Source: an optimization exercise on an open RTL-to-GDS flow (aim: small area, a short achievable clock period and few clock cycles per item). Production flows keep margins and buffers that such runs may drop.
Function was checked by simulation only, so behaviour that the tests miss may differ from the original.

## flow/design.v (module list and top-level ports; edited modules follow where they fit)
// module rs_stage_a: 873 lines
// module rs_stage_b1: 149 lines
// module rs_stage_b2: 68 lines
// module rs_stage_b3: 32 lines
// module dc_rs_decoder: 156 lines
module dc_rs_decoder (
  input  wire         clk,
  input  wire         rst,           
  input  wire         in_valid,
  output wire         in_ready,
  input  wire [159:0] in_sym,        
  input  wire         in_mark_a_vld,
  input  wire [4:0]   in_mark_a,
  input  wire         in_mark_b_vld,
  input  wire [4:0]   in_mark_b,
  output reg          out_valid,
  input  wire         out_ready,
  output wire [127:0] out_data,      
  output wire [1:0]   out_status,    
  output wire [19:0]  out_changed,
  output wire         out_unmarked_vld,
  output wire [4:0]   out_unmarked,
  output wire [31:0]  out_synd
);
  // ...
==> flow/flow/run.sh <==
#!/bin/bash
set -e
export BUFFER_PORTS_ARGS="-buffer_cell sky130_fd_sc_hd__buf_2"
export SETUP_SLACK_MARGIN=14.5
bash standard.sh > standard.log 2>&1
==> flow/standard.sh <==
#!/bin/bash
# synth_recipe.tcl (not shown) runs the flow's synth.tcl, then flattens the netlist and writes it again
# the make line also repeats each setting of config.mk as NAME=value (left out here)
make -C /OpenROAD-flow-scripts/flow DESIGN_CONFIG=/design/flow/config.mk WORK_HOME=/design/flow/orfs CLKGATE_MAP_FILE= SYNTH_SCRIPT=/design/flow/synth_recipe.tcl "${@:-finish}"
==> flow/config.mk <==
export PLATFORM = sky130hd
export DESIGN_NAME = dc_rs_decoder
export DESIGN_NICKNAME = dc_rs_decoder
export VERILOG_FILES = /design/flow/design.v
export SDC_FILE = /design/flow/constraint.sdc
export NUM_CORES = 4
export LEC_CHECK = 0
export ABC_AREA = 1
export CAP_MARGIN = 20
export CORE_MARGIN = 2
export CORE_UTILIZATION = 60
export PLACE_DENSITY = 0.75
export SLEW_MARGIN = 20
==> flow/constraint.sdc <==
create_clock -name core_clock -period 22.0 [get_ports {clk}]
set_input_delay 4.4000 -clock core_clock [delete_from_list [all_inputs] [get_ports {clk}]]
set_output_delay 4.4000 -clock core_clock [all_outputs]
set_load 0.01 [all_outputs]
==> impl_metrics.json, run 1 <==
{
  "synth_xor_area_share_pct": 23.3,
  "drt_iter0_drc": 9357,
  "avgSynthCellArea_um2": 7.47,
  "antenna_found_initial": 18,
  "tapcell.inserted": 1500,
  "sh_seq_area_pct": 32.5,
  "multi_input_cells": 7212,
  "inverters": 802,
  "min_from": "r1_dat[106]$_DFFE_PP_",
  "nonClockBufferCount": 470,
  "r2r_cells": 34,
  "grt_pass1_wl_um": 378000,
  "final_cell_count_no_fill": 10900,
  "seqCellArea_mm2": 0.0242,
  "rsz0062_at_grt": "yes",
  "final-max-slew-violation-count": 0,
  "stdcell_area_mm2": 0.0743,
  "start_kind": "register",
  "top_layer_used": "met5",
  "nets": 9576,
  "syn_inst": 9066,
  "cts_buffers": 81,
  "io_buffers": 365,
  "critPathKind": "reg -> out",
  "grt_max_degree": 161,
  "synthTopCellsByArea": "edfxtp_1 (36%), nand2_1 (17%), xor2_1 (13%)",
  "startpoint": "r3_ma[4]$_DFFE_PP_",
  "synth_seq_cells": 806,
  "synth_compound_area_share_pct": 3.10,
  "synth_edf_count": 802,
  "cp_slowest_cell": "nor2_2",
  "seq_cells": 806,
  "place_hpwl_um": 197000,
  "status": "timing/DRC/antenna clean"
}
Testbench counts, summed over its fixed seeds: cycles 16,024, items 16,000.
==> inputs of run 2 (changes only) <==
==> flow/run.sh (new file) <==
#!/bin/bash
# synth_recipe.tcl (not shown) runs the flow's synth.tcl, then flattens the netlist and writes it again
# the make line also repeats each setting of config.mk as NAME=value (left out here)
make -C /OpenROAD-flow-scripts/flow DESIGN_CONFIG=/design/flow/config.mk WORK_HOME=/design/flow/orfs CLKGATE_MAP_FILE= SYNTH_SCRIPT=/design/flow/synth_recipe.tcl finish
removed: flow/flow/run.sh
removed: flow/standard.sh
==> run 2 against run 1 <==
  * Maximum frequency decreased by 13%
  * Final area increased by 1.6%
  * Hold slack improved by 0.017 ns
  * Sequential share of layout area decreased by 0.52 points
  * First-iteration DRC count increased by 11%
  * Register-to-register slack got worse by 0.24 ns
  * Clock skew decreased by 0.0036 ns
  * Critical path type unchanged
  * Worst setup slack got worse by 1.1 ns
==> impl_metrics.json, run 2 <==
{
  "layout_min_cycle_time_ns": 8.68,
  "worstPathArrival_ns": 4.28,
  "antenna_found_initial": 17,
  "final_common_cell": "nand2_1",
  "vias": 66300,
  "synth_nets": 9269,
  "multiInputGateArea_mm2": 0.0394,
  "grt_pass1_wl_um": 390000,
  "synthTopCellsByArea": "edfxtp_1 (36%), nand2_1 (17%), xor2_1 (13%)",
  "cts_tree": "built",
  "io-pin-count": 366,
  "async_reset_ff_share_pct": 0,
  "drt_iter0_drc": 10400,
  "drt_pre_antenna_iters": 10,
  "cpLargestDelayFamily": "simple AND/OR/NAND/NOR gates",
  "yosysTopAreaCellShare_pct": 35.6,
  "setup_viol": 0,
  "cts_buffers": 83,
  "finish.utilization_pct": 67.3,
  "synth_cell_types": 69,
  "core-area_mm2": 0.112,
  "cts-resized-gates": 0,
  "post_drt_wl_per_cell_um": 24.6,
  "fmax_mhz": 115,
  "post-route-period-util_pct": 39.5,
  "synth_seq_cells": 806,
  "yosysTopAreaCell": "edfxtp_1",
  "largest_register": "sk_beat",
  "final_antenna_net_count": 0,
  "critPathKind": "reg -> out",
  "synth_common_cells": "nand2_1 (3,107), xor2_1 (969), xnor2_1 (804), edfxtp_1 (802), nor2_1 (775)",
  "area_growth_syn_to_layout_pct": 11.5,
  "placed_cells": 10700,
  "synth_flop_cell": "edfxtp_1",
  "synth_seq_area_share_pct": 35.7,
  "synth_area_mm2": 0.0677,
  "syn_inst": 9066,
  "cts_hold_buf": 0,
  "cp_max_fo": 9,
  "track_usage_pct": 45.1,
  "final_cell_count_no_fill": 10900,
  "seqCellArea_mm2": 0.0242,
  "synth_edf_count": 802,
  "drv_cap": 0,
  "fp.dieH_um": 340,
  "rsz0062_at_grt": "no",
  "worstSkewPairLatency_ns": 0.71,
  "avgSynthCellArea_um2": 7.47,
  "final_hold_viol_count": 0,
  "layout_common_cells": "nand2_1 (3,107), xor2_1 (969), xnor2_1 (804)",
  "start_kind": "register",
  "dieArea_mm2": 0.116,
  "cts.sinks": 806,
  "hp-class": "reg -> reg",
  "remaining_drc_errors": 0,
  "h-tree-depth": 3,
  "yosys_warnings": 4,
  "cts_root_buf": "clkbuf_16",
  "place_hpwl_um": 202000,
  "grt_max_degree": 174,
  "status": "timing/DRC/antenna clean",
  "synth.most_common_cell": "nand2_1",
  "die_w_um": 340,
  "grt_pass1_vias": 61600,
  "worst_pin_slew_ns": 1.26,
  "nets": 9535,
  "crit_chain": "nor2_1 -> nand3_1 -> nor2_1 -> nand2_1 -> xnor2_1 -> xor2_1 -> clkdlybuf4s50_1",
  "cp.buffers_inverters": 1,
  "cpMostUsedCell": "nor2_1",
  "timing.max_slew.rel_slack_pct": 15.9,
  "drive_gt1_share_pct": 4.74,
  "final-max-slew-violation-count": 0,
  "hold_ws_ns": 0.401,
  "largest_register_ffs": 196,
  "rows": 123,
  "max_stage_delay_ns": 0.95,
  "cp-end-kind": "output pin",
  "fill_cells": 9057,
  "required_ns": 17.60,
  "post_drt_via_cell_ratio": 6.08,
  "drt-total-wl_um": 268000,
  "io_buffers": 365,
  "cp_slowest_cell": "nor2_1",
  "gp_congestion": 1.13,
  "overflow": 0,
  "fin_setup_tns_ns": 0,
  "path_clk_slew_ns": 0.06,
  "fin_skew_ns": 0.0472,
  "initial_core_util_pct": 60.4,
  "clk_path_buf_depth": 3,
  "cts_setup_buffers": 0
}
-- run 2: cells by family after synthesis --
| logic type | synth area share (%) |
|---|---|
| AO/OA/AOI/OAI | 3.10 |
| flip-flops | 35.7 |
| adder cells (fa/ha/maj) | 0.543 |
| buffers and inverters | 6.12 |
| XOR/XNOR | 23.3 |
| AND/OR/NAND/NOR | 31.3 |
-- run 2: per-stage QoR --
step	instance area [um^2]	setup slack (ns)
floorplan	67700	8.19
global placement	72600	13.77
detailed placement	72700	13.81
CTS	75500	13.49
global route	75500	13.30
finish	75500	13.32
-- run 2: per-layer routing --
layer | global-route usage [%] | wire, um | vias up
met5 | 0 | 114 | -
met4 | 30.3 | 23000 | 16
met3 | 11.7 | 36700 | 1366
met2 | 68.3 | 114000 | 5230
met1 | 56.9 | 94500 | 30300
li1 | - | - | 29300
-- run 2: area by class of cell --
class,instances,area share [%]
Multi-Input combinational cell,7211,52.2
Inverter,802,4.01
Antenna cell,5,0.0166
Sequential cell,806,32.0
Clock buffer,89,2.78
Timing Repair Buffer,428,5.49
Clock inverter,60,0.999
Tap cell,1500,2.49
-- run 2: worst paths after layout --
check	from	end	slack, ns	cells past startpoint
min	r1_dat[115]$_DFFE_PP_	r2_dat[115]$_DFFE_PP_	0.40	0
min reg2reg	r1_dat[115]$_DFFE_PP_	r2_dat[115]$_DFFE_PP_	0.40	0
max reg2reg	r2_mb[0]$_DFFE_PP_	r3_mag_b[5]$_DFFE_PP_	14.60	41
max	r3_ma[1]$_DFFE_PP_	out_data[103]	13.32	7
==> module rs_stage_b3, before the edit <==
module rs_stage_b3 (
  input  wire [127:0] dat,
  input  wire         va,
  input  wire [4:0]   ma,
  input  wire         vb,
  input  wire [4:0]   mb,
  input  wire         en_p,
  input  wire         corr,
  input  wire [4:0]   p,
  input  wire [7:0]   yp,
  input  wire [7:0]   mag_a,
  input  wire [7:0]   mag_b,
  output wire [127:0] data,
  output wire [19:0]  changed
);
  wire yp_nz = |yp;
  wire ma_nz = |mag_a;
  wire mb_nz = |mag_b;
  genvar c;
  generate
    for (c = 0; c < 20; c = c + 1) begin : g_chip
      wire sel_p = en_p & (p == c);
      wire sel_a = corr & va & (ma == c);
      wire sel_b = corr & vb & (mb == c);
      assign changed[c] = (sel_p & yp_nz) | (sel_a & ma_nz) | (sel_b & mb_nz);
      if (c < 16) begin : g_dat
        assign data[8*c +: 8] = dat[8*c +: 8] ^ ({8{sel_p}} & yp) ^
                                ({8{sel_a}} & mag_a) ^ ({8{sel_b}} & mag_b);
      end
    end
  endgenerate
endmodule
==> inputs of run 3 (changes only) <==
--- a/flow/design.v
+++ b/flow/design.v
@@ -1114,8 +1114,8 @@
       wire sel_b = corr & vb & (mb == c);
       assign changed[c] = (sel_p & yp_nz) | (sel_a & ma_nz) | (sel_b & mb_nz);
       if (c < 16) begin : g_dat
-        assign data[8*c +: 8] = dat[8*c +: 8] ^ ({8{sel_p}} & yp) ^
-                                ({8{sel_a}} & mag_a) ^ ({8{sel_b}} & mag_b);
+        assign data[8*c +: 8] = dat[8*c +: 8] ^ (({8{sel_p}} & yp) |
+                                ({8{sel_a}} & mag_a) | ({8{sel_b}} & mag_b));
       end
     end
   endgenerate
==> flow/flow/run.sh (new file) <==
#!/bin/bash
set -e
export BUFFER_PORTS_ARGS="-buffer_cell sky130_fd_sc_hd__buf_2"
export SETUP_SLACK_MARGIN=15
bash standard.sh > standard.log 2>&1
==> flow/standard.sh (new file) <==
#!/bin/bash
# synth_recipe.tcl (not shown) runs the flow's synth.tcl, then flattens the netlist and writes it again
# the make line also repeats each setting of config.mk as NAME=value (left out here)
make -C /OpenROAD-flow-scripts/flow DESIGN_CONFIG=/design/flow/config.mk WORK_HOME=/design/flow/orfs CLKGATE_MAP_FILE= SYNTH_SCRIPT=/design/flow/synth_recipe.tcl "${@:-finish}"
--- a/flow/config.mk
+++ b/flow/config.mk
@@ -8,6 +8,6 @@
 export ABC_AREA = 1
 export CAP_MARGIN = 20
 export CORE_MARGIN = 2
-export CORE_UTILIZATION = 60
-export PLACE_DENSITY = 0.75
+export CORE_UTILIZATION = 70
+export PLACE_DENSITY = 0.85
 export SLEW_MARGIN = 20
removed: flow/run.sh
==> run 3 against run 2 <==
  * The run now fails in global routing (5_1_grt)
  * Area after synthesis fell by 3.5%
  * Synthesized cell count fell by 4.8%
==> impl_metrics.json, run 3 <==
{
  "yosysTopAreaCellShare_pct": 36.9,
  "failed_stage": "global routing (5_1_grt)",
  "tool.error": "[ERROR GRT-0232] Routing congestion too high. Check the congestion heatmap in the GUI.",
  "overflow": 63,
  "fp.dieH_um": 309,
  "cts.sinks": 806,
  "syn_inst": 8631,
  "synth_common_cells": "nand2_1 (2,918), xor2_1 (892), edfxtp_1 (802), inv_1 (727), nand3_1 (696)",
  "rows": 112,
  "track_usage_pct": 59.2,
  "async_reset_ff_share_pct": 0,
  "synthTopCellsByArea": "edfxtp_1 (37%), nand2_1 (17%), xor2_1 (12%)",
  "synth_area_mm2": 0.0653,
  "h-tree-depth": 3,
  "synth_edf_count": 802,
  "initial_core_util_pct": 70.3,
  "cts_root_buf": "clkbuf_16",
  "synth_seq_cells": 806,
  "synth_seq_area_share_pct": 37.0,
  "avgSynthCellArea_um2": 7.57,
  "grt_max_degree": 194,
  "synth_flop_cell": "edfxtp_1",
  "die_w_um": 309,
  "yosysTopAreaCell": "edfxtp_1",
  "cts_hold_buf": 0,
  "synth_cell_types": 75,
  "clk_path_buf_depth": 3,
  "yosys_warnings": 4,
  "place_hpwl_um": 181000,
  "io_buffers": 365,
  "synth.most_common_cell": "nand2_1",
  "status": "stopped before the end",
  "synth_nets": 8834,
  "cts_buffers": 83,
  "gp_congestion": 1.18,
  "io-pin-count": 366
}
==> run 3: metal layers <==
layer,global-route usage (%),overflow
met1,67.1,8
met2,80.5,33
met3,33.3,0
met4,47.1,21
met5,10.0,1
==> run 3: how the worst min path moves through the flow <==
stage                         start              endpoint
4_1_cts        r2_dat[85]$_DFFE_PP_  r3_dat[85]$_DFFE_PP_
2_1_floorplan   r1_dat[0]$_DFFE_PP_   r2_dat[0]$_DFFE_PP_
3_5_place_dp   r1_dat[55]$_DFFE_PP_  r2_dat[55]$_DFFE_PP_
3_3_place_gp   r1_dat[40]$_DFFE_PP_  r2_dat[40]$_DFFE_PP_
==> run 3: kinds of logic after synthesis <==
family,count (synthesis),synth area share (%)
AO/OA/AOI/OAI,415,3.77
XOR/XNOR,1569,21.1
adder cells (fa/ha/maj),27,0.563
buffers and inverters,1012,6.16
flip-flops,806,37.0
AND/OR/NAND/NOR,4802,31.4
==> run 3: repair_timing <==
item                       CTS
gates resized for setup    169
setup endpoints to repair  296
pin swaps                   35
cloned                       1
setup buffers               64
==> run 3: stage by stage <==
stage | hold WS (ns) | utilization (%) | cell area, um^2 | std cells | setup WS (ns)
after CTS | 0.395 | 77.7 | 72200 | 10300 | 14.86
after floorplan | 0.400 | - | 65400 | 8631 | 13.75
after global placement | 0.401 | 73.2 | 68000 | 10100 | 14.25
after detailed placement | 0.405 | 73.2 | 68000 | 10100 | 14.13
Testbench counts of run 3, summed over its fixed seeds: cycles 16,024, items 16,000.
==> inputs of run 4 (changes only) <==
==> flow/flow/run.sh (replaced) <==
#!/bin/bash
set -e
export BUFFER_PORTS_ARGS="-buffer_cell sky130_fd_sc_hd__buf_2"
export SETUP_SLACK_MARGIN=14.5
bash standard.sh > standard.log 2>&1
--- a/flow/config.mk
+++ b/flow/config.mk
@@ -8,6 +8,6 @@
 export ABC_AREA = 1
 export CAP_MARGIN = 20
 export CORE_MARGIN = 2
-export CORE_UTILIZATION = 70
-export PLACE_DENSITY = 0.85
+export CORE_UTILIZATION = 55
+export PLACE_DENSITY = 0.7
 export SLEW_MARGIN = 20
==> run 4 against run 3 <==
  * The run now finishes clean
  * Synthesized cell count unchanged
  * Area after synthesis unchanged
==> impl_metrics.json, run 4 <==
{
  "async_reset_ff_share_pct": 0,
  "max_stage_delay_ns": 0.82,
  "h-tree-depth": 3,
  "drt_pre_antenna_iters": 9,
  "timing.max_slew.rel_slack_pct": 4.71,
  "yosys-mux-area-fraction_pct": 0,
  "area_growth_syn_to_layout_pct": 10.2,
  "crit_chain": "nor4_1 -> nand2_1 -> nand3_1 -> o221ai_1 -> buf_2",
  "synth_flop_cell": "edfxtp_1",
  "remaining_drc_errors": 0,
  "fmax_mhz": 133,
  "cts.sinks": 806,
  "path_clk_slew_ns": 0.06,
  "synth_area_mm2": 0.0653,
  "post_drt_via_cell_ratio": 5.90,
  "clk_path_buf_depth": 3,
  "setup_viol": 0,
  "cp_max_fo": 20,
  "antenna_found_initial": 19,
  "required_ns": 17.60,
  "layout_common_cells": "nand2_1 (2,911), xor2_1 (879), edfxtp_1 (802)",
  "status": "timing/DRC/antenna clean",
  "cts_tree": "built",
  "r2r_start": "r1_l1[7]$_DFFE_PP_",
  "final_antenna_net_count": 0,
  "io_buffers": 365,
  "dieArea_mm2": 0.122,
  "drive_gt1_share_pct": 10.1,
  "cp-end-kind": "output pin",
  "stdcell_area_mm2": 0.0720,
  "fin_setup_tns_ns": 0,
  "layout_min_cycle_time_ns": 7.53,
  "min_to": "r3_dat[4]$_DFFE_PP_",
  "vias": 62200,
  "drv_cap": 0,
  "cts_buffers": 86,
  "grt_pass1_wl_um": 364000,
  "fp.dieH_um": 349,
  "syn_inst": 8631,
  "synth_seq_area_share_pct": 37.0,
  "synth_nets": 8834,
  "synth_seq_cells": 806,
  "synth_cell_types": 75,
  "synth_edf_count": 802,
  "final-max-slew-violation-count": 0,
  "yosysTopAreaCell": "edfxtp_1",
  "post-route-period-util_pct": 34.2,
  "synth_top_family_by_area": "simple AND/OR/NAND/NOR gates",
  "synth.most_common_cell": "nand2_1",
  "hp-class": "reg -> reg",
  "final_common_cell": "nand2_1",
  "cp.buffers_inverters": 1,
  "reg2reg_to": "r2_corr$_DFFE_PP_",
  "yosys.area_share.simple_pct": 31.4,
  "fin_skew_ns": 0.0761,
  "rows": 126,
  "gp_congestion": 1.05,
  "nets": 9133,
  "drt-total-wl_um": 253000,
  "final_cell_count_no_fill": 10500,
  "placed_cells": 10400,
  "track_usage_pct": 40.4,
  "hold_ws_ns": 0.388,
  "avgSynthCellArea_um2": 7.57,
  "die_w_um": 349,
  "synth_compound_area_share_pct": 3.77,
  "worstSkewPairLatency_ns": 0.71,
  "yosys_warnings": 4,
  "overflow": 0,
  "r2r_slack_ns": 14.83,
  "hold_depth": 0,
  "cts_root_buf": "clkbuf_16",
  "rsz0062_at_grt": "yes",
  "largest_register_ffs": 196,
  "min_from": "r2_dat[4]$_DFFE_PP_",
  "synth_xor_area_share_pct": 21.1,
  "worst-path-stages": 5,
  "place_hpwl_um": 192000,
  "core-area_mm2": 0.118,
  "io-pin-count": 366,
  "worstPathArrival_ns": 3.13,
  "initial_core_util_pct": 55.4,
  "cpLargestDelayFamily": "simple AND/OR/NAND/NOR gates",
  "post_drt_wl_per_cell_um": 24.0,
  "grt_max_degree": 221,
  "largest_register": "sk_beat",
  "drt_iter0_drc": 8775,
  "critPathKind": "reg -> out",
  "placed_area_mm2": 0.0685,
  "cp_slowest_cell": "edfxtp_1",
  "r2r_cells": 36,
  "cts_hold_buf": 0,
  "synthAdderAreaFrac_pct": 0.563,
  "yosysTopAreaCellShare_pct": 36.9,
  "synth_common_cells": "nand2_1 (2,918), xor2_1 (892), edfxtp_1 (802), inv_1 (727), nand3_1 (696)",
  "worst_pin_slew_ns": 1.43,
  "grt_pass1_vias": 56600,
  "start_kind": "register",
  "final_hold_viol_count": 0,
  "synthTopCellsByArea": "edfxtp_1 (37%), nand2_1 (17%), xor2_1 (12%)"
}
==> run 4: cells by family (layout without fill, tap and decap cells) <==
group,count (synthesis),in the layout
XOR/XNOR,1569,1569
other,0,7
flip-flops,806,806
AO/OA/AOI/OAI,415,415
adder cells (fa/ha/maj),27,27
AND/OR/NAND/NOR,4802,4802
buffers and inverters,1012,1379
==> run 4: stage by stage <==
stage	setup WS, ns	util (%)
final	14.47	61.0
after global routing	14.44	61.0
after CTS	14.47	60.7
after detailed placement	13.89	58.1
after global placement	13.98	58.1
after floorplan	13.75	-
==> run 4: worst register-to-register path: cells and delay by family (launching register included) <==
kind / cells / cell delay (ns)
AO/OA/AOI/OAI: 2 / 0.45
buffers and inverters: 3 / 0.30
flip-flops: 1 / 0.67
AND/OR/NAND/NOR: 31 / 5.52
==> run 4: what timing repair did <==
item,CTS,global route
cloned,0,1
setup buffers,4,17
endpoints found under the setup margin,57,151
resized for setup,25,45
pin swaps,2,2
==> run 4: layout make-up <==
| type | instances | area, um^2 |
|---|---|---|
| fillers | 10300 | 45900 |
| multi-input cells | 6813 | 37500 |
| flip-flops and latches | 806 | 24200 |
| inverters | 780 | 2940 |
| repair buffers | 442 | 2470 |
| clock buffers | 96 | 2190 |
| well taps | 1536 | 1920 |
| clock inverters | 60 | 744 |
| diodes | 7 | 17.5 |
| repair inverters | 1 | 5.00 |
==> run 4: how the worst max path moves through the flow <==
| stage | from | to |
|---|---|---|
| after floorplan | out_ready | r2_corr$_DFFE_PP_ |
| after global placement | out_ready | r3_dat[76]$_DFFE_PP_ |
| after detailed placement | out_ready | r3_dat[65]$_DFFE_PP_ |
| after CTS | r3_en_p$_DFFE_PP_ | out_data[69] |
| after global routing | r1_l1[7]$_DFFE_PP_ | r2_corr$_DFFE_PP_ |
| final | r3_yp[6]$_DFFE_PP_ | out_changed[0] |
==> run 4: layer usage <==
metal  track usage [%]  part of all wire (%)  vias up  wire, um
li1                  -                     -    28300         -
met2              61.0                    43     4275    109000
met5                 0                 0.041        -       105
met4              19.9                   6.2       12     15600
met3              8.10                    12      774     30600
met1              55.2                    39    28900     98400
==> module rs_stage_b1, before the edit <==
module rs_stage_b1 (
  input  wire [31:0]  synd,
  input  wire         va,
  input  wire [4:0]   ma,
  input  wire         vb,
  input  wire [4:0]   mb,
  input  wire [7:0]   l1,
  input  wire [7:0]   l2,
  input  wire [7:0]   lx,
  output wire [1:0]   status,
  output wire         en_p,      
  output wire         corr,      
  output wire [4:0]   p,
  output wire [7:0]   q,
  output wire [7:0]   f1,
  output wire [7:0]   il
);
  function [7:0] gf_mul;
    input [7:0] a;
    input [7:0] b;
    integer k;
    reg [7:0] p;
    reg [7:0] aa;
    begin
      p  = 8'h00;
      aa = a;
      for (k = 0; k < 8; k = k + 1) begin
        if (b[k]) p = p ^ aa;
        aa = aa[7] ? ({aa[6:0], 1'b0} ^ 8'h1D) : {aa[6:0], 1'b0};
      end
      gf_mul = p;
    end
  endfunction
  function [7:0] gf_sqr;
    input [7:0] a;
    begin
      gf_sqr[0] = a[0] ^ a[4] ^ a[6] ^ a[7];
      gf_sqr[1] = a[7];
      gf_sqr[2] = a[1] ^ a[4] ^ a[5] ^ a[6];
      gf_sqr[3] = a[4] ^ a[6];
      gf_sqr[4] = a[2] ^ a[4] ^ a[5] ^ a[7];
      gf_sqr[5] = a[5];
      gf_sqr[6] = a[3] ^ a[5] ^ a[6];
      gf_sqr[7] = a[6];
    end
  endfunction
  function [7:0] loc_inv;
    input [4:0] x;
    begin
      loc_inv[0] = (x == 5'd0) | (x == 5'd1) | (x == 5'd2) | (x == 5'd7) | (x == 5'd9) | (x == 5'd10) | (x == 5'd11) | (x == 5'd12) | (x == 5'd16) | (x == 5'd17) | (x == 5'd19);
      loc_inv[1] = (x == 5'd0) | (x == 5'd1) | (x == 5'd2) | (x == 5'd3) | (x == 5'd8) | (x == 5'd10) | (x == 5'd11) | (x == 5'd12) | (x == 5'd13) | (x == 5'd17) | (x == 5'd18);
      loc_inv[2] = (x == 5'd3) | (x == 5'd4) | (x == 5'd7) | (x == 5'd10) | (x == 5'd13) | (x == 5'd14) | (x == 5'd16) | (x == 5'd17) | (x == 5'd18);
      loc_inv[3] = (x == 5'd0) | (x == 5'd1) | (x == 5'd2) | (x == 5'd4) | (x == 5'd5) | (x == 5'd7) | (x == 5'd8) | (x == 5'd9) | (x == 5'd10) | (x == 5'd12) | (x == 5'd14) | (x == 5'd15) | (x == 5'd16) | (x == 5'd18);
      loc_inv[4] = (x == 5'd3) | (x == 5'd5) | (x == 5'd6) | (x == 5'd7) | (x == 5'd8) | (x == 5'd12) | (x == 5'd13) | (x == 5'd15);
      loc_inv[5] = (x == 5'd4) | (x == 5'd6) | (x == 5'd7) | (x == 5'd8) | (x == 5'd9) | (x == 5'd13) | (x == 5'd14) | (x == 5'd16);
      loc_inv[6] = (x == 5'd0) | (x == 5'd5) | (x == 5'd7) | (x == 5'd8) | (x == 5'd9) | (x == 5'd10) | (x == 5'd14) | (x == 5'd15) | (x == 5'd17);
      loc_inv[7] = (x == 5'd0) | (x == 5'd1) | (x == 5'd6) | (x == 5'd8) | (x == 5'd9) | (x == 5'd10) | (x == 5'd11) | (x == 5'd15) | (x == 5'd16) | (x == 5'd18);
    end
  endfunction
  function [7:0] zi_of;
    input [5:0] x;
    begin
      zi_of[0] = (x == 6'd46) | (x == 6'd47) | (x == 6'd49) | (x == 6'd50) | (x == 6'd51) | (x == 6'd53) | (x == 6'd56) | (x == 6'd57) | (x == 6'd60) | (x == 6'd63) | (x == 6'd2) | (x == 6'd3) | (x == 6'd5) | (x == 6'd6) | (x == 6'd9) | (x == 6'd10) | (x == 6'd12) | (x == 6'd16) | (x == 6'd19);
      zi_of[1] = (x == 6'd45) | (x == 6'd46) | (x == 6'd48) | (x == 6'd49) | (x == 6'd54) | (x == 6'd58) | (x == 6'd60) | (x == 6'd62) | (x == 6'd2) | (x == 6'd4) | (x == 6'd6) | (x == 6'd10) | (x == 6'd15) | (x == 6'd16) | (x == 6'd18) | (x == 6'd19);
      zi_of[2] = (x == 6'd46) | (x == 6'd47) | (x == 6'd48) | (x == 6'd51) | (x == 6'd52) | (x == 6'd53) | (x == 6'd57) | (x == 6'd58) | (x == 6'd59) | (x == 6'd61) | (x == 6'd62) | (x == 6'd63) | (x == 6'd1) | (x == 6'd2) | (x == 6'd3) | (x == 6'd5) | (x == 6'd6) | (x == 6'd7) | (x == 6'd11) | (x == 6'd12) | (x == 6'd13) | (x == 6'd16) | (x == 6'd17) | (x == 6'd18);
      zi_of[3] = (x == 6'd47) | (x == 6'd49) | (x == 6'd54) | (x == 6'd55) | (x == 6'd58) | (x == 6'd59) | (x == 6'd61) | (x == 6'd3) | (x == 6'd5) | (x == 6'd6) | (x == 6'd9) | (x == 6'd10) | (x == 6'd15) | (x == 6'd17);
      zi_of[4] = (x == 6'd47) | (x == 6'd53) | (x == 6'd54) | (x == 6'd57) | (x == 6'd58) | (x == 6'd60) | (x == 6'd61) | (x == 6'd63) | (x == 6'd1) | (x == 6'd3) | (x == 6'd4) | (x == 6'd6) | (x == 6'd7) | (x == 6'd10) | (x == 6'd11) | (x == 6'd17);
      zi_of[5] = (x == 6'd45) | (x == 6'd46) | (x == 6'd48) | (x == 6'd51) | (x == 6'd53) | (x == 6'd54) | (x == 6'd55) | (x == 6'd56) | (x == 6'd59) | (x == 6'd60) | (x == 6'd62) | (x == 6'd63) | (x == 6'd1) | (x == 6'd2) | (x == 6'd4) | (x == 6'd5) | (x == 6'd8) | (x == 6'd9) | (x == 6'd10) | (x == 6'd11) | (x == 6'd13) | (x == 6'd16) | (x == 6'd18) | (x == 6'd19);
      zi_of[6] = (x == 6'd45) | (x == 6'd47) | (x == 6'd48) | (x == 6'd50) | (x == 6'd51) | (x == 6'd53) | (x == 6'd54) | (x == 6'd57) | (x == 6'd58) | (x == 6'd59) | (x == 6'd60) | (x == 6'd63) | (x == 6'd1) | (x == 6'd4) | (x == 6'd5) | (x == 6'd6) | (x == 6'd7) | (x == 6'd10) | (x == 6'd11) | (x == 6'd13) | (x == 6'd14) | (x == 6'd16) | (x == 6'd17) | (x == 6'd19);
      zi_of[7] = (x == 6'd47) | (x == 6'd49) | (x == 6'd50) | (x == 6'd51) | (x == 6'd52) | (x == 6'd54) | (x == 6'd55) | (x == 6'd56) | (x == 6'd59) | (x == 6'd61) | (x == 6'd62) | (x == 6'd63) | (x == 6'd1) | (x == 6'd2) | (x == 6'd3) | (x == 6'd5) | (x == 6'd8) | (x == 6'd9) | (x == 6'd10) | (x == 6'd12) | (x == 6'd13) | (x == 6'd14) | (x == 6'd15) | (x == 6'd17);
    end
  endfunction
  wire [7:0] s0 = synd[7:0];
  wire [7:0] s1 = synd[15:8];
  wire [7:0] s2 = synd[23:16];
  wire [7:0] s3 = synd[31:24];
  wire       e2 = va & vb;
  wire       e1 = va ^ vb;
  wire [4:0] m1 = va ? ma : mb;
  wire [7:0] p10 = gf_mul(lx, s0);
  wire [7:0] p11 = gf_mul(l1, s1);
  wire [7:0] p12 = gf_mul(l1, s2);
  wire [7:0] p20 = gf_mul(l2, s0);
  wire [7:0] p21 = gf_mul(l2, s1);
  wire [7:0] fa = e2 ? (s2 ^ p11 ^ p20) : e1 ? (s1 ^ p10) : s0;
  wire [7:0] fb = e2 ? (s3 ^ p12 ^ p21) : e1 ? (s2 ^ p11) : s1;
  wire [7:0] fc = e1 ? (s3 ^ p12) : s2;
  assign q  = s1 ^ p10;
  assign f1 = gf_mul(fa, loc_inv(m1));
  assign il = gf_mul(loc_inv(mb), zi_of({1'b0, mb} - {1'b0, ma}));
  wire [7:0] fk [0:19];
  assign fk[0] = fa;
  assign fk[1] = {fk[0][6:0], 1'b0} ^ (fk[0][7] ? 8'h1D : 8'h00);
  assign fk[2] = {fk[1][6:0], 1'b0} ^ (fk[1][7] ? 8'h1D : 8'h00);
  assign fk[3] = {fk[2][6:0], 1'b0} ^ (fk[2][7] ? 8'h1D : 8'h00);
  assign fk[4] = {fk[3][6:0], 1'b0} ^ (fk[3][7] ? 8'h1D : 8'h00);
  assign fk[5] = {fk[4][6:0], 1'b0} ^ (fk[4][7] ? 8'h1D : 8'h00);
  assign fk[6] = {fk[5][6:0], 1'b0} ^ (fk[5][7] ? 8'h1D : 8'h00);
  assign fk[7] = {fk[6][6:0], 1'b0} ^ (fk[6][7] ? 8'h1D : 8'h00);
  assign fk[8] = {fk[7][6:0], 1'b0} ^ (fk[7][7] ? 8'h1D : 8'h00);
  assign fk[9] = {fk[8][6:0], 1'b0} ^ (fk[8][7] ? 8'h1D : 8'h00);
  assign fk[10] = {fk[9][6:0], 1'b0} ^ (fk[9][7] ? 8'h1D : 8'h00);
  assign fk[11] = {fk[10][6:0], 1'b0} ^ (fk[10][7] ? 8'h1D : 8'h00);
  assign fk[12] = {fk[11][6:0], 1'b0} ^ (fk[11][7] ? 8'h1D : 8'h00);
  assign fk[13] = {fk[12][6:0], 1'b0} ^ (fk[12][7] ? 8'h1D : 8'h00);
  assign fk[14] = {fk[13][6:0], 1'b0} ^ (fk[13][7] ? 8'h1D : 8'h00);
  assign fk[15] = {fk[14][6:0], 1'b0} ^ (fk[14][7] ? 8'h1D : 8'h00);
  assign fk[16] = {fk[15][6:0], 1'b0} ^ (fk[15][7] ? 8'h1D : 8'h00);
  assign fk[17] = {fk[16][6:0], 1'b0} ^ (fk[16][7] ? 8'h1D : 8'h00);
  assign fk[18] = {fk[17][6:0], 1'b0} ^ (fk[17][7] ? 8'h1D : 8'h00);
  assign fk[19] = {fk[18][6:0], 1'b0} ^ (fk[18][7] ? 8'h1D : 8'h00);
  wire [19:0] hit;
  assign hit[0] = (fb == fk[19]);
  assign hit[1] = (fb == fk[18]);
  assign hit[2] = (fb == fk[17]);
  assign hit[3] = (fb == fk[16]);
  assign hit[4] = (fb == fk[15]);
  assign hit[5] = (fb == fk[14]);
  assign hit[6] = (fb == fk[13]);
  assign hit[7] = (fb == fk[12]);
  assign hit[8] = (fb == fk[11]);
  assign hit[9] = (fb == fk[10]);
  assign hit[10] = (fb == fk[9]);
  assign hit[11] = (fb == fk[8]);
  assign hit[12] = (fb == fk[7]);
  assign hit[13] = (fb == fk[6]);
  assign hit[14] = (fb == fk[5]);
  assign hit[15] = (fb == fk[4]);
  assign hit[16] = (fb == fk[3]);
  assign hit[17] = (fb == fk[2]);
  assign hit[18] = (fb == fk[1]);
  assign hit[19] = (fb == fk[0]);
  assign p[0] = hit[1] | hit[3] | hit[5] | hit[7] | hit[9] | hit[11] | hit[13] | hit[15] | hit[17] | hit[19];
  assign p[1] = hit[2] | hit[3] | hit[6] | hit[7] | hit[10] | hit[11] | hit[14] | hit[15] | hit[18] | hit[19];
  assign p[2] = hit[4] | hit[5] | hit[6] | hit[7] | hit[12] | hit[13] | hit[14] | hit[15];
  assign p[3] = hit[8] | hit[9] | hit[10] | hit[11] | hit[12] | hit[13] | hit[14] | hit[15];
  assign p[4] = hit[16] | hit[17] | hit[18] | hit[19];
  wire       clean = (synd == 32'd0);
  wire       anz   = (fa != 8'd0);
  wire       allz  = ~anz & (fb == 8'd0) & (e2 | (fc == 8'd0));
  wire       fnd   = |hit;
  wire       cons  = e2 | ((gf_sqr(fb) == gf_mul(fa, fc)) &
                           (e1 | (gf_sqr(fc) == gf_mul(fb, s3))));
  wire       notm  = ~(va & hit[ma]) & ~(vb & hit[mb]);
  wire       ok    = anz & fnd & cons & notm;
  assign corr   = ~clean & (ok | allz);
  assign en_p   = corr & ok;
  assign status = clean ? 2'd0 : corr ? 2'd1 : 2'd3;
endmodule
==> module rs_stage_b2, before the edit <==
module rs_stage_b2 (
  input  wire [7:0]   s0,
  input  wire         va,
  input  wire [4:0]   ma,
  input  wire         vb,
  input  wire [4:0]   mb,
  input  wire [4:0]   p,
  input  wire [7:0]   q,
  input  wire [7:0]   f1,
  input  wire [7:0]   il,
  output wire [7:0]   yp,
  output wire [7:0]   mag_a,
  output wire [7:0]   mag_b
);
  function [7:0] gf_mul;
    input [7:0] a;
    input [7:0] b;
    integer k;
    reg [7:0] p;
    reg [7:0] aa;
    begin
      p  = 8'h00;
      aa = a;
      for (k = 0; k < 8; k = k + 1) begin
        if (b[k]) p = p ^ aa;
        aa = aa[7] ? ({aa[6:0], 1'b0} ^ 8'h1D) : {aa[6:0], 1'b0};
      end
      gf_mul = p;
    end
  endfunction
  function [7:0] loc_inv;
    input [4:0] x;
    begin
      loc_inv[0] = (x == 5'd0) | (x == 5'd1) | (x == 5'd2) | (x == 5'd7) | (x == 5'd9) | (x == 5'd10) | (x == 5'd11) | (x == 5'd12) | (x == 5'd16) | (x == 5'd17) | (x == 5'd19);
      loc_inv[1] = (x == 5'd0) | (x == 5'd1) | (x == 5'd2) | (x == 5'd3) | (x == 5'd8) | (x == 5'd10) | (x == 5'd11) | (x == 5'd12) | (x == 5'd13) | (x == 5'd17) | (x == 5'd18);
      loc_inv[2] = (x == 5'd3) | (x == 5'd4) | (x == 5'd7) | (x == 5'd10) | (x == 5'd13) | (x == 5'd14) | (x == 5'd16) | (x == 5'd17) | (x == 5'd18);
      loc_inv[3] = (x == 5'd0) | (x == 5'd1) | (x == 5'd2) | (x == 5'd4) | (x == 5'd5) | (x == 5'd7) | (x == 5'd8) | (x == 5'd9) | (x == 5'd10) | (x == 5'd12) | (x == 5'd14) | (x == 5'd15) | (x == 5'd16) | (x == 5'd18);
      loc_inv[4] = (x == 5'd3) | (x == 5'd5) | (x == 5'd6) | (x == 5'd7) | (x == 5'd8) | (x == 5'd12) | (x == 5'd13) | (x == 5'd15);
      loc_inv[5] = (x == 5'd4) | (x == 5'd6) | (x == 5'd7) | (x == 5'd8) | (x == 5'd9) | (x == 5'd13) | (x == 5'd14) | (x == 5'd16);
      loc_inv[6] = (x == 5'd0) | (x == 5'd5) | (x == 5'd7) | (x == 5'd8) | (x == 5'd9) | (x == 5'd10) | (x == 5'd14) | (x == 5'd15) | (x == 5'd17);
      loc_inv[7] = (x == 5'd0) | (x == 5'd1) | (x == 5'd6) | (x == 5'd8) | (x == 5'd9) | (x == 5'd10) | (x == 5'd11) | (x == 5'd15) | (x == 5'd16) | (x == 5'd18);
    end
  endfunction
  function [7:0] zi_of;
    input [5:0] x;
    begin
      zi_of[0] = (x == 6'd46) | (x == 6'd47) | (x == 6'd49) | (x == 6'd50) | (x == 6'd51) | (x == 6'd53) | (x == 6'd56) | (x == 6'd57) | (x == 6'd60) | (x == 6'd63) | (x == 6'd2) | (x == 6'd3) | (x == 6'd5) | (x == 6'd6) | (x == 6'd9) | (x == 6'd10) | (x == 6'd12) | (x == 6'd16) | (x == 6'd19);
      zi_of[1] = (x == 6'd45) | (x == 6'd46) | (x == 6'd48) | (x == 6'd49) | (x == 6'd54) | (x == 6'd58) | (x == 6'd60) | (x == 6'd62) | (x == 6'd2) | (x == 6'd4) | (x == 6'd6) | (x == 6'd10) | (x == 6'd15) | (x == 6'd16) | (x == 6'd18) | (x == 6'd19);
      zi_of[2] = (x == 6'd46) | (x == 6'd47) | (x == 6'd48) | (x == 6'd51) | (x == 6'd52) | (x == 6'd53) | (x == 6'd57) | (x == 6'd58) | (x == 6'd59) | (x == 6'd61) | (x == 6'd62) | (x == 6'd63) | (x == 6'd1) | (x == 6'd2) | (x == 6'd3) | (x == 6'd5) | (x == 6'd6) | (x == 6'd7) | (x == 6'd11) | (x == 6'd12) | (x == 6'd13) | (x == 6'd16) | (x == 6'd17) | (x == 6'd18);
      zi_of[3] = (x == 6'd47) | (x == 6'd49) | (x == 6'd54) | (x == 6'd55) | (x == 6'd58) | (x == 6'd59) | (x == 6'd61) | (x == 6'd3) | (x == 6'd5) | (x == 6'd6) | (x == 6'd9) | (x == 6'd10) | (x == 6'd15) | (x == 6'd17);
      zi_of[4] = (x == 6'd47) | (x == 6'd53) | (x == 6'd54) | (x == 6'd57) | (x == 6'd58) | (x == 6'd60) | (x == 6'd61) | (x == 6'd63) | (x == 6'd1) | (x == 6'd3) | (x == 6'd4) | (x == 6'd6) | (x == 6'd7) | (x == 6'd10) | (x == 6'd11) | (x == 6'd17);
      zi_of[5] = (x == 6'd45) | (x == 6'd46) | (x == 6'd48) | (x == 6'd51) | (x == 6'd53) | (x == 6'd54) | (x == 6'd55) | (x == 6'd56) | (x == 6'd59) | (x == 6'd60) | (x == 6'd62) | (x == 6'd63) | (x == 6'd1) | (x == 6'd2) | (x == 6'd4) | (x == 6'd5) | (x == 6'd8) | (x == 6'd9) | (x == 6'd10) | (x == 6'd11) | (x == 6'd13) | (x == 6'd16) | (x == 6'd18) | (x == 6'd19);
      zi_of[6] = (x == 6'd45) | (x == 6'd47) | (x == 6'd48) | (x == 6'd50) | (x == 6'd51) | (x == 6'd53) | (x == 6'd54) | (x == 6'd57) | (x == 6'd58) | (x == 6'd59) | (x == 6'd60) | (x == 6'd63) | (x == 6'd1) | (x == 6'd4) | (x == 6'd5) | (x == 6'd6) | (x == 6'd7) | (x == 6'd10) | (x == 6'd11) | (x == 6'd13) | (x == 6'd14) | (x == 6'd16) | (x == 6'd17) | (x == 6'd19);
      zi_of[7] = (x == 6'd47) | (x == 6'd49) | (x == 6'd50) | (x == 6'd51) | (x == 6'd52) | (x == 6'd54) | (x == 6'd55) | (x == 6'd56) | (x == 6'd59) | (x == 6'd61) | (x == 6'd62) | (x == 6'd63) | (x == 6'd1) | (x == 6'd2) | (x == 6'd3) | (x == 6'd5) | (x == 6'd8) | (x == 6'd9) | (x == 6'd10) | (x == 6'd12) | (x == 6'd13) | (x == 6'd14) | (x == 6'd15) | (x == 6'd17);
    end
  endfunction
  wire       e2 = va & vb;
  wire       e1 = va ^ vb;
  wire [4:0] m1 = va ? ma : mb;
  wire [7:0] w   = gf_mul(f1, zi_of({1'b0, m1} - {1'b0, p}));
  wire [7:0] g   = gf_mul(loc_inv(mb), zi_of({1'b0, mb} - {1'b0, p}));
  wire [7:0] yp2 = gf_mul(w, g);
  assign yp = e2 ? yp2 : e1 ? w : s0;
  wire [7:0] ya2 = gf_mul(q ^ w, il);
  wire [7:0] y1  = s0 ^ yp;
  assign mag_a = e2 ? ya2 : y1;
  assign mag_b = e2 ? (y1 ^ ya2) : y1;
endmodule
==> module dc_rs_decoder, before the edit <==
module dc_rs_decoder (
  input  wire         clk,
  input  wire         rst,           
  input  wire         in_valid,
  output wire         in_ready,
  input  wire [159:0] in_sym,        
  input  wire         in_mark_a_vld,
  input  wire [4:0]   in_mark_a,
  input  wire         in_mark_b_vld,
  input  wire [4:0]   in_mark_b,
  output reg          out_valid,
  input  wire         out_ready,
  output wire [127:0] out_data,      
  output wire [1:0]   out_status,    
  output wire [19:0]  out_changed,
  output wire         out_unmarked_vld,
  output wire [4:0]   out_unmarked,
  output wire [31:0]  out_synd
);
  reg  r1_valid, r2_valid, sk_valid;
  wire adv3 = !out_valid || out_ready;
  wire adv2 = !r2_valid || adv3;
  wire adv1 = !r1_valid || adv2;
  wire take = in_valid && !sk_valid;
  assign in_ready = !sk_valid;
  wire [31:0] a_synd;
  wire [7:0]  a_l1, a_l2, a_lx;
  rs_stage_a u_a (
    .sym (in_sym),
    .va (in_mark_a_vld), .ma (in_mark_a), .vb (in_mark_b_vld), .mb (in_mark_b),
    .synd (a_synd), .l1 (a_l1), .l2 (a_l2), .lx (a_lx)
  );
  wire [195:0] a_beat = {a_l1, a_l2, a_lx,
                         in_mark_b_vld, in_mark_b, in_mark_a_vld, in_mark_a,
                         a_synd, in_sym[127:0]};
  reg  [195:0] sk_beat;
  always @(posedge clk) begin
    if (rst) begin
      sk_valid <= 1'b0;
    end else if (take && !adv1) begin
      sk_valid <= 1'b1;
    end else if (adv1) begin
      sk_valid <= 1'b0;
    end
  end
  always @(posedge clk) begin
    if (take && !adv1) begin
      sk_beat <= a_beat;
    end
  end
  reg [127:0] r1_dat;
  reg [31:0]  r1_synd;
  reg [7:0]   r1_l1, r1_l2, r1_lx;
  reg         r1_va, r1_vb;
  reg [4:0]   r1_ma, r1_mb;
  always @(posedge clk) begin
    if (rst) begin
      r1_valid <= 1'b0;
    end else if (adv1) begin
      r1_valid <= sk_valid || take;
    end
  end
  always @(posedge clk) begin
    if (adv1 && (sk_valid || take)) begin
      {r1_l1, r1_l2, r1_lx, r1_vb, r1_mb, r1_va, r1_ma, r1_synd, r1_dat} <=
        sk_valid ? sk_beat : a_beat;
    end
  end
  wire [1:0] b1_status;
  wire       b1_en_p, b1_corr;
  wire [4:0] b1_p;
  wire [7:0] b1_q, b1_f1, b1_il;
  rs_stage_b1 u_b1 (
    .synd (r1_synd),
    .va (r1_va), .ma (r1_ma), .vb (r1_vb), .mb (r1_mb),
    .l1 (r1_l1), .l2 (r1_l2), .lx (r1_lx),
    .status (b1_status), .en_p (b1_en_p), .corr (b1_corr), .p (b1_p),
    .q (b1_q), .f1 (b1_f1), .il (b1_il)
  );
  reg [127:0] r2_dat;
  reg [31:0]  r2_synd;
  reg [7:0]   r2_il, r2_q, r2_f1;
  reg [1:0]   r2_status;
  reg         r2_en_p, r2_corr;
  reg [4:0]   r2_p;
  reg         r2_va, r2_vb;
  reg [4:0]   r2_ma, r2_mb;
  always @(posedge clk) begin
    if (rst) begin
      r2_valid <= 1'b0;
    end else if (adv2) begin
      r2_valid <= r1_valid;
    end
  end
  always @(posedge clk) begin
    if (adv2 && r1_valid) begin
      r2_dat    <= r1_dat;
      r2_synd   <= r1_synd;
      r2_il     <= b1_il;
      r2_q      <= b1_q;
      r2_f1     <= b1_f1;
      r2_status <= b1_status;
      r2_en_p   <= b1_en_p;  r2_corr <= b1_corr;
      r2_p      <= b1_p;
      r2_va     <= r1_va;  r2_ma <= r1_ma;
      r2_vb     <= r1_vb;  r2_mb <= r1_mb;
    end
  end
  wire [7:0] b2_yp, b2_mag_a, b2_mag_b;
  rs_stage_b2 u_b2 (
    .s0 (r2_synd[7:0]),
    .va (r2_va), .ma (r2_ma), .vb (r2_vb), .mb (r2_mb),
    .p (r2_p), .q (r2_q), .f1 (r2_f1), .il (r2_il),
    .yp (b2_yp), .mag_a (b2_mag_a), .mag_b (b2_mag_b)
  );
  reg [127:0] r3_dat;
  reg [31:0]  r3_synd;
  reg [7:0]   r3_yp, r3_mag_a, r3_mag_b;
  reg [1:0]   r3_status;
  reg         r3_en_p, r3_corr;
  reg [4:0]   r3_p;
  reg         r3_va, r3_vb;
  reg [4:0]   r3_ma, r3_mb;
  always @(posedge clk) begin
    if (rst) begin
      out_valid <= 1'b0;
    end else if (adv3) begin
      out_valid <= r2_valid;
    end
  end
  always @(posedge clk) begin
    if (adv3 && r2_valid) begin
      r3_dat    <= r2_dat;
      r3_synd   <= r2_synd;
      r3_yp     <= b2_yp;
      r3_mag_a  <= b2_mag_a;
      r3_mag_b  <= b2_mag_b;
      r3_status <= r2_status;
      r3_en_p   <= r2_en_p;  r3_corr <= r2_corr;
      r3_p      <= r2_p;
      r3_va     <= r2_va;  r3_ma <= r2_ma;
      r3_vb     <= r2_vb;  r3_mb <= r2_mb;
    end
  end
  rs_stage_b3 u_b3 (
    .dat (r3_dat),
    .va (r3_va), .ma (r3_ma), .vb (r3_vb), .mb (r3_mb),
    .en_p (r3_en_p), .corr (r3_corr), .p (r3_p),
    .yp (r3_yp), .mag_a (r3_mag_a), .mag_b (r3_mag_b),
    .data (out_data), .changed (out_changed)
  );
  assign out_status       = r3_status;
  assign out_unmarked_vld = r3_en_p;
  assign out_unmarked     = r3_p;
  assign out_synd         = r3_synd;
endmodule
==> inputs of run 5 (changes only) <==
--- a/flow/design.v
+++ b/flow/design.v
@@ -882,11 +882,9 @@
   input  wire [7:0]   lx,
   output wire [1:0]   status,
   output wire         en_p,      
-  output wire         corr,      
   output wire [4:0]   p,
   output wire [7:0]   q,
-  output wire [7:0]   f1,
-  output wire [7:0]   il
+  output wire [7:0]   f1
 );
   function [7:0] gf_mul;
     input [7:0] a;
@@ -930,19 +928,6 @@
       loc_inv[7] = (x == 5'd0) | (x == 5'd1) | (x == 5'd6) | (x == 5'd8) | (x == 5'd9) | (x == 5'd10) | (x == 5'd11) | (x == 5'd15) | (x == 5'd16) | (x == 5'd18);
     end
   endfunction
-  function [7:0] zi_of;
-    input [5:0] x;
-    begin
-      zi_of[0] = (x == 6'd46) | (x == 6'd47) | (x == 6'd49) | (x == 6'd50) | (x == 6'd51) | (x == 6'd53) | (x == 6'd56) | (x == 6'd57) | (x == 6'd60) | (x == 6'd63) | (x == 6'd2) | (x == 6'd3) | (x == 6'd5) | (x == 6'd6) | (x == 6'd9) | (x == 6'd10) | (x == 6'd12) | (x == 6'd16) | (x == 6'd19);
-      zi_of[1] = (x == 6'd45) | (x == 6'd46) | (x == 6'd48) | (x == 6'd49) | (x == 6'd54) | (x == 6'd58) | (x == 6'd60) | (x == 6'd62) | (x == 6'd2) | (x == 6'd4) | (x == 6'd6) | (x == 6'd10) | (x == 6'd15) | (x == 6'd16) | (x == 6'd18) | (x == 6'd19);
-      zi_of[2] = (x == 6'd46) | (x == 6'd47) | (x == 6'd48) | (x == 6'd51) | (x == 6'd52) | (x == 6'd53) | (x == 6'd57) | (x == 6'd58) | (x == 6'd59) | (x == 6'd61) | (x == 6'd62) | (x == 6'd63) | (x == 6'd1) | (x == 6'd2) | (x == 6'd3) | (x == 6'd5) | (x == 6'd6) | (x == 6'd7) | (x == 6'd11) | (x == 6'd12) | (x == 6'd13) | (x == 6'd16) | (x == 6'd17) | (x == 6'd18);
-      zi_of[3] = (x == 6'd47) | (x == 6'd49) | (x == 6'd54) | (x == 6'd55) | (x == 6'd58) | (x == 6'd59) | (x == 6'd61) | (x == 6'd3) | (x == 6'd5) | (x == 6'd6) | (x == 6'd9) | (x == 6'd10) | (x == 6'd15) | (x == 6'd17);
-      zi_of[4] = (x == 6'd47) | (x == 6'd53) | (x == 6'd54) | (x == 6'd57) | (x == 6'd58) | (x == 6'd60) | (x == 6'd61) | (x == 6'd63) | (x == 6'd1) | (x == 6'd3) | (x == 6'd4) | (x == 6'd6) | (x == 6'd7) | (x == 6'd10) | (x == 6'd11) | (x == 6'd17);
-      zi_of[5] = (x == 6'd45) | (x == 6'd46) | (x == 6'd48) | (x == 6'd51) | (x == 6'd53) | (x == 6'd54) | (x == 6'd55) | (x == 6'd56) | (x == 6'd59) | (x == 6'd60) | (x == 6'd62) | (x == 6'd63) | (x == 6'd1) | (x == 6'd2) | (x == 6'd4) | (x == 6'd5) | (x == 6'd8) | (x == 6'd9) | (x == 6'd10) | (x == 6'd11) | (x == 6'd13) | (x == 6'd16) | (x == 6'd18) | (x == 6'd19);
-      zi_of[6] = (x == 6'd45) | (x == 6'd47) | (x == 6'd48) | (x == 6'd50) | (x == 6'd51) | (x == 6'd53) | (x == 6'd54) | (x == 6'd57) | (x == 6'd58) | (x == 6'd59) | (x == 6'd60) | (x == 6'd63) | (x == 6'd1) | (x == 6'd4) | (x == 6'd5) | (x == 6'd6) | (x == 6'd7) | (x == 6'd10) | (x == 6'd11) | (x == 6'd13) | (x == 6'd14) | (x == 6'd16) | (x == 6'd17) | (x == 6'd19);
-      zi_of[7] = (x == 6'd47) | (x == 6'd49) | (x == 6'd50) | (x == 6'd51) | (x == 6'd52) | (x == 6'd54) | (x == 6'd55) | (x == 6'd56) | (x == 6'd59) | (x == 6'd61) | (x == 6'd62) | (x == 6'd63) | (x == 6'd1) | (x == 6'd2) | (x == 6'd3) | (x == 6'd5) | (x == 6'd8) | (x == 6'd9) | (x == 6'd10) | (x == 6'd12) | (x == 6'd13) | (x == 6'd14) | (x == 6'd15) | (x == 6'd17);
-    end
-  endfunction
   wire [7:0] s0 = synd[7:0];
   wire [7:0] s1 = synd[15:8];
   wire [7:0] s2 = synd[23:16];
@@ -960,7 +945,6 @@
   wire [7:0] fc = e1 ? (s3 ^ p12) : s2;
   assign q  = s1 ^ p10;
   assign f1 = gf_mul(fa, loc_inv(m1));
-  assign il = gf_mul(loc_inv(mb), zi_of({1'b0, mb} - {1'b0, ma}));
   wire [7:0] fk [0:19];
   assign fk[0] = fa;
   assign fk[1] = {fk[0][6:0], 1'b0} ^ (fk[0][7] ? 8'h1D : 8'h00);
@@ -1016,7 +1000,7 @@
                            (e1 | (gf_sqr(fc) == gf_mul(fb, s3))));
   wire       notm  = ~(va & hit[ma]) & ~(vb & hit[mb]);
   wire       ok    = anz & fnd & cons & notm;
-  assign corr   = ~clean & (ok | allz);
+  wire       corr = ~clean & (ok | allz);
   assign en_p   = corr & ok;
   assign status = clean ? 2'd0 : corr ? 2'd1 : 2'd3;
 endmodule
@@ -1029,7 +1013,6 @@
   input  wire [4:0]   p,
   input  wire [7:0]   q,
   input  wire [7:0]   f1,
-  input  wire [7:0]   il,
   output wire [7:0]   yp,
   output wire [7:0]   mag_a,
   output wire [7:0]   mag_b
@@ -1083,6 +1066,7 @@
   wire [7:0] g   = gf_mul(loc_inv(mb), zi_of({1'b0, mb} - {1'b0, p}));
   wire [7:0] yp2 = gf_mul(w, g);
   assign yp = e2 ? yp2 : e1 ? w : s0;
+  wire [7:0] il  = gf_mul(loc_inv(mb), zi_of({1'b0, mb} - {1'b0, ma}));
   wire [7:0] ya2 = gf_mul(q ^ w, il);
   wire [7:0] y1  = s0 ^ yp;
   assign mag_a = e2 ? ya2 : y1;
@@ -1095,7 +1079,7 @@
   input  wire         vb,
   input  wire [4:0]   mb,
   input  wire         en_p,
-  input  wire         corr,
+  input  wire         corr,      
   input  wire [4:0]   p,
   input  wire [7:0]   yp,
   input  wire [7:0]   mag_a,
@@ -1189,21 +1173,21 @@
     end
   end
   wire [1:0] b1_status;
-  wire       b1_en_p, b1_corr;
+  wire       b1_en_p;
   wire [4:0] b1_p;
-  wire [7:0] b1_q, b1_f1, b1_il;
+  wire [7:0] b1_q, b1_f1;
   rs_stage_b1 u_b1 (
     .synd (r1_synd),
     .va (r1_va), .ma (r1_ma), .vb (r1_vb), .mb (r1_mb),
     .l1 (r1_l1), .l2 (r1_l2), .lx (r1_lx),
-    .status (b1_status), .en_p (b1_en_p), .corr (b1_corr), .p (b1_p),
-    .q (b1_q), .f1 (b1_f1), .il (b1_il)
+    .status (b1_status), .en_p (b1_en_p), .p (b1_p),
+    .q (b1_q), .f1 (b1_f1)
   );
   reg [127:0] r2_dat;
   reg [31:0]  r2_synd;
-  reg [7:0]   r2_il, r2_q, r2_f1;
+  reg [7:0]   r2_q, r2_f1;
   reg [1:0]   r2_status;
-  reg         r2_en_p, r2_corr;
+  reg         r2_en_p;
   reg [4:0]   r2_p;
   reg         r2_va, r2_vb;
   reg [4:0]   r2_ma, r2_mb;
@@ -1218,11 +1202,10 @@
     if (adv2 && r1_valid) begin
       r2_dat    <= r1_dat;
       r2_synd   <= r1_synd;
-      r2_il     <= b1_il;
       r2_q      <= b1_q;
       r2_f1     <= b1_f1;
       r2_status <= b1_status;
-      r2_en_p   <= b1_en_p;  r2_corr <= b1_corr;
+      r2_en_p   <= b1_en_p;
       r2_p      <= b1_p;
       r2_va     <= r1_va;  r2_ma <= r1_ma;
       r2_vb     <= r1_vb;  r2_mb <= r1_mb;
@@ -1232,14 +1215,14 @@
   rs_stage_b2 u_b2 (
     .s0 (r2_synd[7:0]),
     .va (r2_va), .ma (r2_ma), .vb (r2_vb), .mb (r2_mb),
-    .p (r2_p), .q (r2_q), .f1 (r2_f1), .il (r2_il),
+    .p (r2_p), .q (r2_q), .f1 (r2_f1),
     .yp (b2_yp), .mag_a (b2_mag_a), .mag_b (b2_mag_b)
   );
   reg [127:0] r3_dat;
   reg [31:0]  r3_synd;
   reg [7:0]   r3_yp, r3_mag_a, r3_mag_b;
   reg [1:0]   r3_status;
-  reg         r3_en_p, r3_corr;
+  reg         r3_en_p;
   reg [4:0]   r3_p;
   reg         r3_va, r3_vb;
   reg [4:0]   r3_ma, r3_mb;
@@ -1258,7 +1241,7 @@
       r3_mag_a  <= b2_mag_a;
       r3_mag_b  <= b2_mag_b;
       r3_status <= r2_status;
-      r3_en_p   <= r2_en_p;  r3_corr <= r2_corr;
+      r3_en_p   <= r2_en_p;
       r3_p      <= r2_p;
       r3_va     <= r2_va;  r3_ma <= r2_ma;
       r3_vb     <= r2_vb;  r3_mb <= r2_mb;
@@ -1267,7 +1250,7 @@
   rs_stage_b3 u_b3 (
     .dat (r3_dat),
     .va (r3_va), .ma (r3_ma), .vb (r3_vb), .mb (r3_mb),
-    .en_p (r3_en_p), .corr (r3_corr), .p (r3_p),
+    .en_p (r3_en_p), .corr (r3_status == 2'd1), .p (r3_p),
     .yp (r3_yp), .mag_a (r3_mag_a), .mag_b (r3_mag_b),
     .data (out_data), .changed (out_changed)
   );
==> run 5 against run 4 <==
  * Routed wire length is essentially flat
  * Non-clock buffer count is 5 lower
  * Cell count shrank 2.2%
  * Area after synthesis shrank 1.4%
  * Critical endpoint is now out_data[100]
  * First-iteration DRC count decreased by 1.1%
  * Clock-buffer cell count rose by 4
  * Largest cell class unchanged
  * Critical path depth increased by 7
  * Worst setup slack worse by 0.026 ns
  * Core utilization barely moved
  * Sequential share of layout area increased by 0.080 points
  * Critical path type unchanged
  * Final area fell by 1.5%
==> impl_metrics.json, run 5 <==
{
  "drive_gt1_share_pct": 10.4,
  "status": "timing/DRC/antenna clean",
  "cp_slowest_cell": "xnor2_2",
  "fin_skew_ns": 0.0627,
  "drt_pre_antenna_iters": 19,
  "overflow": 0,
  "post_drt_via_cell_ratio": 5.93,
  "final_common_cell": "nand2_1",
  "cts_buffers": 85,
  "yosysTopAreaCell": "edfxtp_1",
  "largest_register": "sk_beat",
  "grt_use_met3_pct": 8.79,
  "met1_usage_pct": 53.7,
  "post_drt_wl_per_cell_um": 24.6,
  "grt_use_met2_pct": 62.6,
  "yosysTopAreaCellShare_pct": 36.9,
  "synth_seq_cells": 796,
  "setup_slack_ns": 14.44,
  "io-pin-count": 366,
  "synth_area_mm2": 0.0644,
  "h-tree-depth": 3,
  "cpMostUsedCell": "inv_1",
  "synth_common_cells": "nand2_1 (2,793), xor2_1 (892), edfxtp_1 (792), inv_1 (682), nor2_1 (663)",
  "initial_core_util_pct": 55.4,
  "layout_common_cells": "nand2_1 (2,791), xor2_1 (881), edfxtp_1 (792)",
  "synth_nets": 8624,
  "largest_register_ffs": 196,
  "rows": 125,
  "grt_pass1_vias": 56300,
  "vias": 61200,
  "layout_min_cycle_time_ns": 7.56,
  "drt_iter0_drc": 8679,
  "max_stage_delay_ns": 0.58,
  "start_kind": "register",
  "grt_max_degree": 161,
  "synth_seq_area_share_pct": 37.0,
  "min_to": "r3_dat[4]$_DFFE_PP_",
  "hold_depth": 0,
  "final_hold_viol_count": 0,
  "synth.most_common_cell": "nand2_1",
  "final_antenna_net_count": 0,
  "crit_chain": "inv_1 -> nand3_1 -> inv_2 -> nand2_1 -> nor2_1 -> inv_1 -> nor2_4 -> inv_1 -> o22ai_1 -> a21oi_1 -> xnor2_2 -> buf_2",
  "drv_cap": 0,
  "cp.buffers_inverters": 5,
  "fin_setup_tns_ns": 0,
  "track_usage_pct": 41.1,
  "final-max-slew-violation-count": 0,
  "synth_edf_count": 792,
  "hp-class": "reg -> reg",
  "area_growth_syn_to_layout_pct": 10.1,
  "nets": 8926,
  "fill_cells": 10200,
  "timing.max_slew.rel_slack_pct": 16.9,
  "cp-end-kind": "output pin",
  "io_buffers": 365,
  "synth_flop_cell": "edfxtp_1",
  "synth_cell_types": 70,
  "syn_inst": 8421,
  "gp_congestion": 1.10,
  "rsz0062_at_grt": "yes",
  "worstSkewPairLatency_ns": 0.72,
  "pre_cts_ws_ns": 14.01,
  "fp.dieH_um": 346,
  "async_reset_ff_share_pct": 0,
  "seqCellArea_mm2": 0.0239,
  "synthTopCellsByArea": "edfxtp_1 (37%), nand2_1 (16%), xor2_1 (12%)",
  "cts_root_buf": "clkbuf_16",
  "required_ns": 17.60,
  "cpLargestDelayFamily": "buffers and inverters",
  "clk_path_buf_depth": 3,
  "antenna_found_initial": 15,
  "r2r_start": "r2_mb[4]$_DFFE_PP_",
  "multiInputGateArea_mm2": 0.0372,
  "min_from": "r2_dat[4]$_DFFE_PP_",
  "avgSynthCellArea_um2": 7.65,
  "path_clk_slew_ns": 0.06,
  "grt_pass1_wl_um": 366000,
  "r2r_cells": 32,
  "yosys_warnings": 4,
  "place_hpwl_um": 197000,
  "remaining_drc_errors": 0,
  "cts.sinks": 796,
  "busiest_layer": "met2",
  "critPathKind": "reg -> out",
  "worstPathArrival_ns": 3.16,
  "reg2reg_to": "r3_mag_a[3]$_DFFE_PP_",
  "setup_viol": 0,
  "die_w_um": 346,
  "worst_pin_slew_ns": 1.23,
  "cp_max_fo": 4,
  "drt-total-wl_um": 253000,
  "core-area_mm2": 0.116,
  "post-route-period-util_pct": 34.3,
  "fmax_mhz": 132,
  "r2r_slack_ns": 14.92,
  "dieArea_mm2": 0.120,
  "cts_tree": "built"
}
[run 5: worst max-delay path by stage]
stage	startpoint	end	slack [ns]	cells after the start
final	r3_status[1]$_DFFE_PP_	out_data[100]	14.44	12
after global routing	r3_status[1]$_DFFE_PP_	out_data[100]	14.38	12
after floorplan	out_ready	r1_dat[0]$_DFFE_PP_	13.82	6
after CTS	r3_status[1]$_DFFE_PP_	out_data[100]	14.38	12
after global placement	out_ready	r1_dat[107]$_DFFE_PP_	14.05	10
after detailed placement	out_ready	r1_dat[35]$_DFFE_PP_	14.01	10
[run 5: logic make-up (layout without fill, tap and decap cells)]
kind of cell / Yosys count / in the layout / synth area share [%]
and+or+nand+nor: 4595 / 4595 / 30.6
xor gates and xnor gates: 1559 / 1559 / 21.3
buffers and inverters: 966 / 1332 / 5.96
DFF: 796 / 796 / 37.0
AOI/OAI and AO/OA: 478 / 478 / 4.46
adders and majority gates: 27 / 27 / 0.571
other: 0 / 2 / 0
[run 5: metrics by stage]
stage / util (%) / hold WS, ns / cell area, um^2 / instances
6_report: 61.0 / 0.395 / 70900 / 10300
5_1_grt: 61.0 / 0.400 / 70900 / 10300
4_1_cts: 60.7 / 0.396 / 70500 / 10300
3_5_place_dp: 58.2 / 0.405 / 67600 / 10100
3_3_place_gp: 58.2 / 0.400 / 67600 / 10100
2_1_floorplan: - / 0.400 / 64500 / 8421
[run 5: metal layers]
| metal | up-vias | wire, um |
|---|---|---|
| met3 | 917 | 29100 |
| met1 | 28400 | 95500 |
| met2 | 4077 | 109000 |
| met4 | 12 | 19000 |
| li1 | 27700 | - |
| met5 | - | 80 |
[run 5: worst reg2reg max path: cells and delay by family, from the launching register on]
| kind | cells | cell delay (ns) |
|---|---|---|
| AOI/OAI and AO/OA | 2 | 1.04 |
| and+or+nand+nor | 21 | 2.91 |
| buffers and inverters | 3 | 0.42 |
| xor gates and xnor gates | 5 | 1.38 |
| adders and majority gates | 1 | 0.47 |
| DFF | 1 | 0.63 |
[run 5: timing repair]
action	in CTS	in global routing
hold buffers	0	0
pin swaps	4	10
gates resized for setup	22	60
endpoints found under the setup margin	47	96
buffers inserted	6	13
endpoints found under the hold margin	0	0
[run 5: layout make-up]
| cell class | instances | area share [%] |
|---|---|---|
| Multi-Input combinational cell | 6659 | 52.4 |
| Sequential cell | 796 | 33.7 |
| Inverter | 744 | 3.97 |
| Timing Repair Buffer | 437 | 3.37 |
| Clock buffer | 100 | 3.08 |
| Tap cell | 1524 | 2.69 |
| Clock inverter | 51 | 0.819 |
| Antenna cell | 2 | 0.00706 |
Testbench counts of run 5, summed over its fixed seeds: cycles 16,024, items 16,000.

## afterwards: timing with drivers on the ports
The results above use ideal ports. As a check the final layouts listed here were re-extracted and re-timed, cells and wires unchanged. Step 1, drivers: a clkbuf_16 drives clk and a buf_2 each remaining input, both assumed. Step 2 times the ports against the registers' clock, not the clock port: input delays grow and output delays shrink by t, the midpoint of the rising clock arrivals with the driver on. Slacks: ideal / step 1 / step 2; pairs: ideal / step 1.
| run | t, ns | slack for setup (ns) | worst setup path at the end |
|---|---|---|---|
| run 1 | 0.758 | 14.448 / 14.367 / 14.030 | input to register |
| run 2 | 0.765 | 13.317 / 13.233 / 13.718 | input to register |
| run 4 | 0.764 | 14.470 / 14.386 / 14.244 | input to register |
| run 5 | 0.768 | 14.444 / 14.360 / 14.014 | input to register |
After both steps setup and hold are still met in every run listed. The setup slack of run 5, which loses most, moves by -0.084 ns with the drivers and by -0.430 ns with both steps.
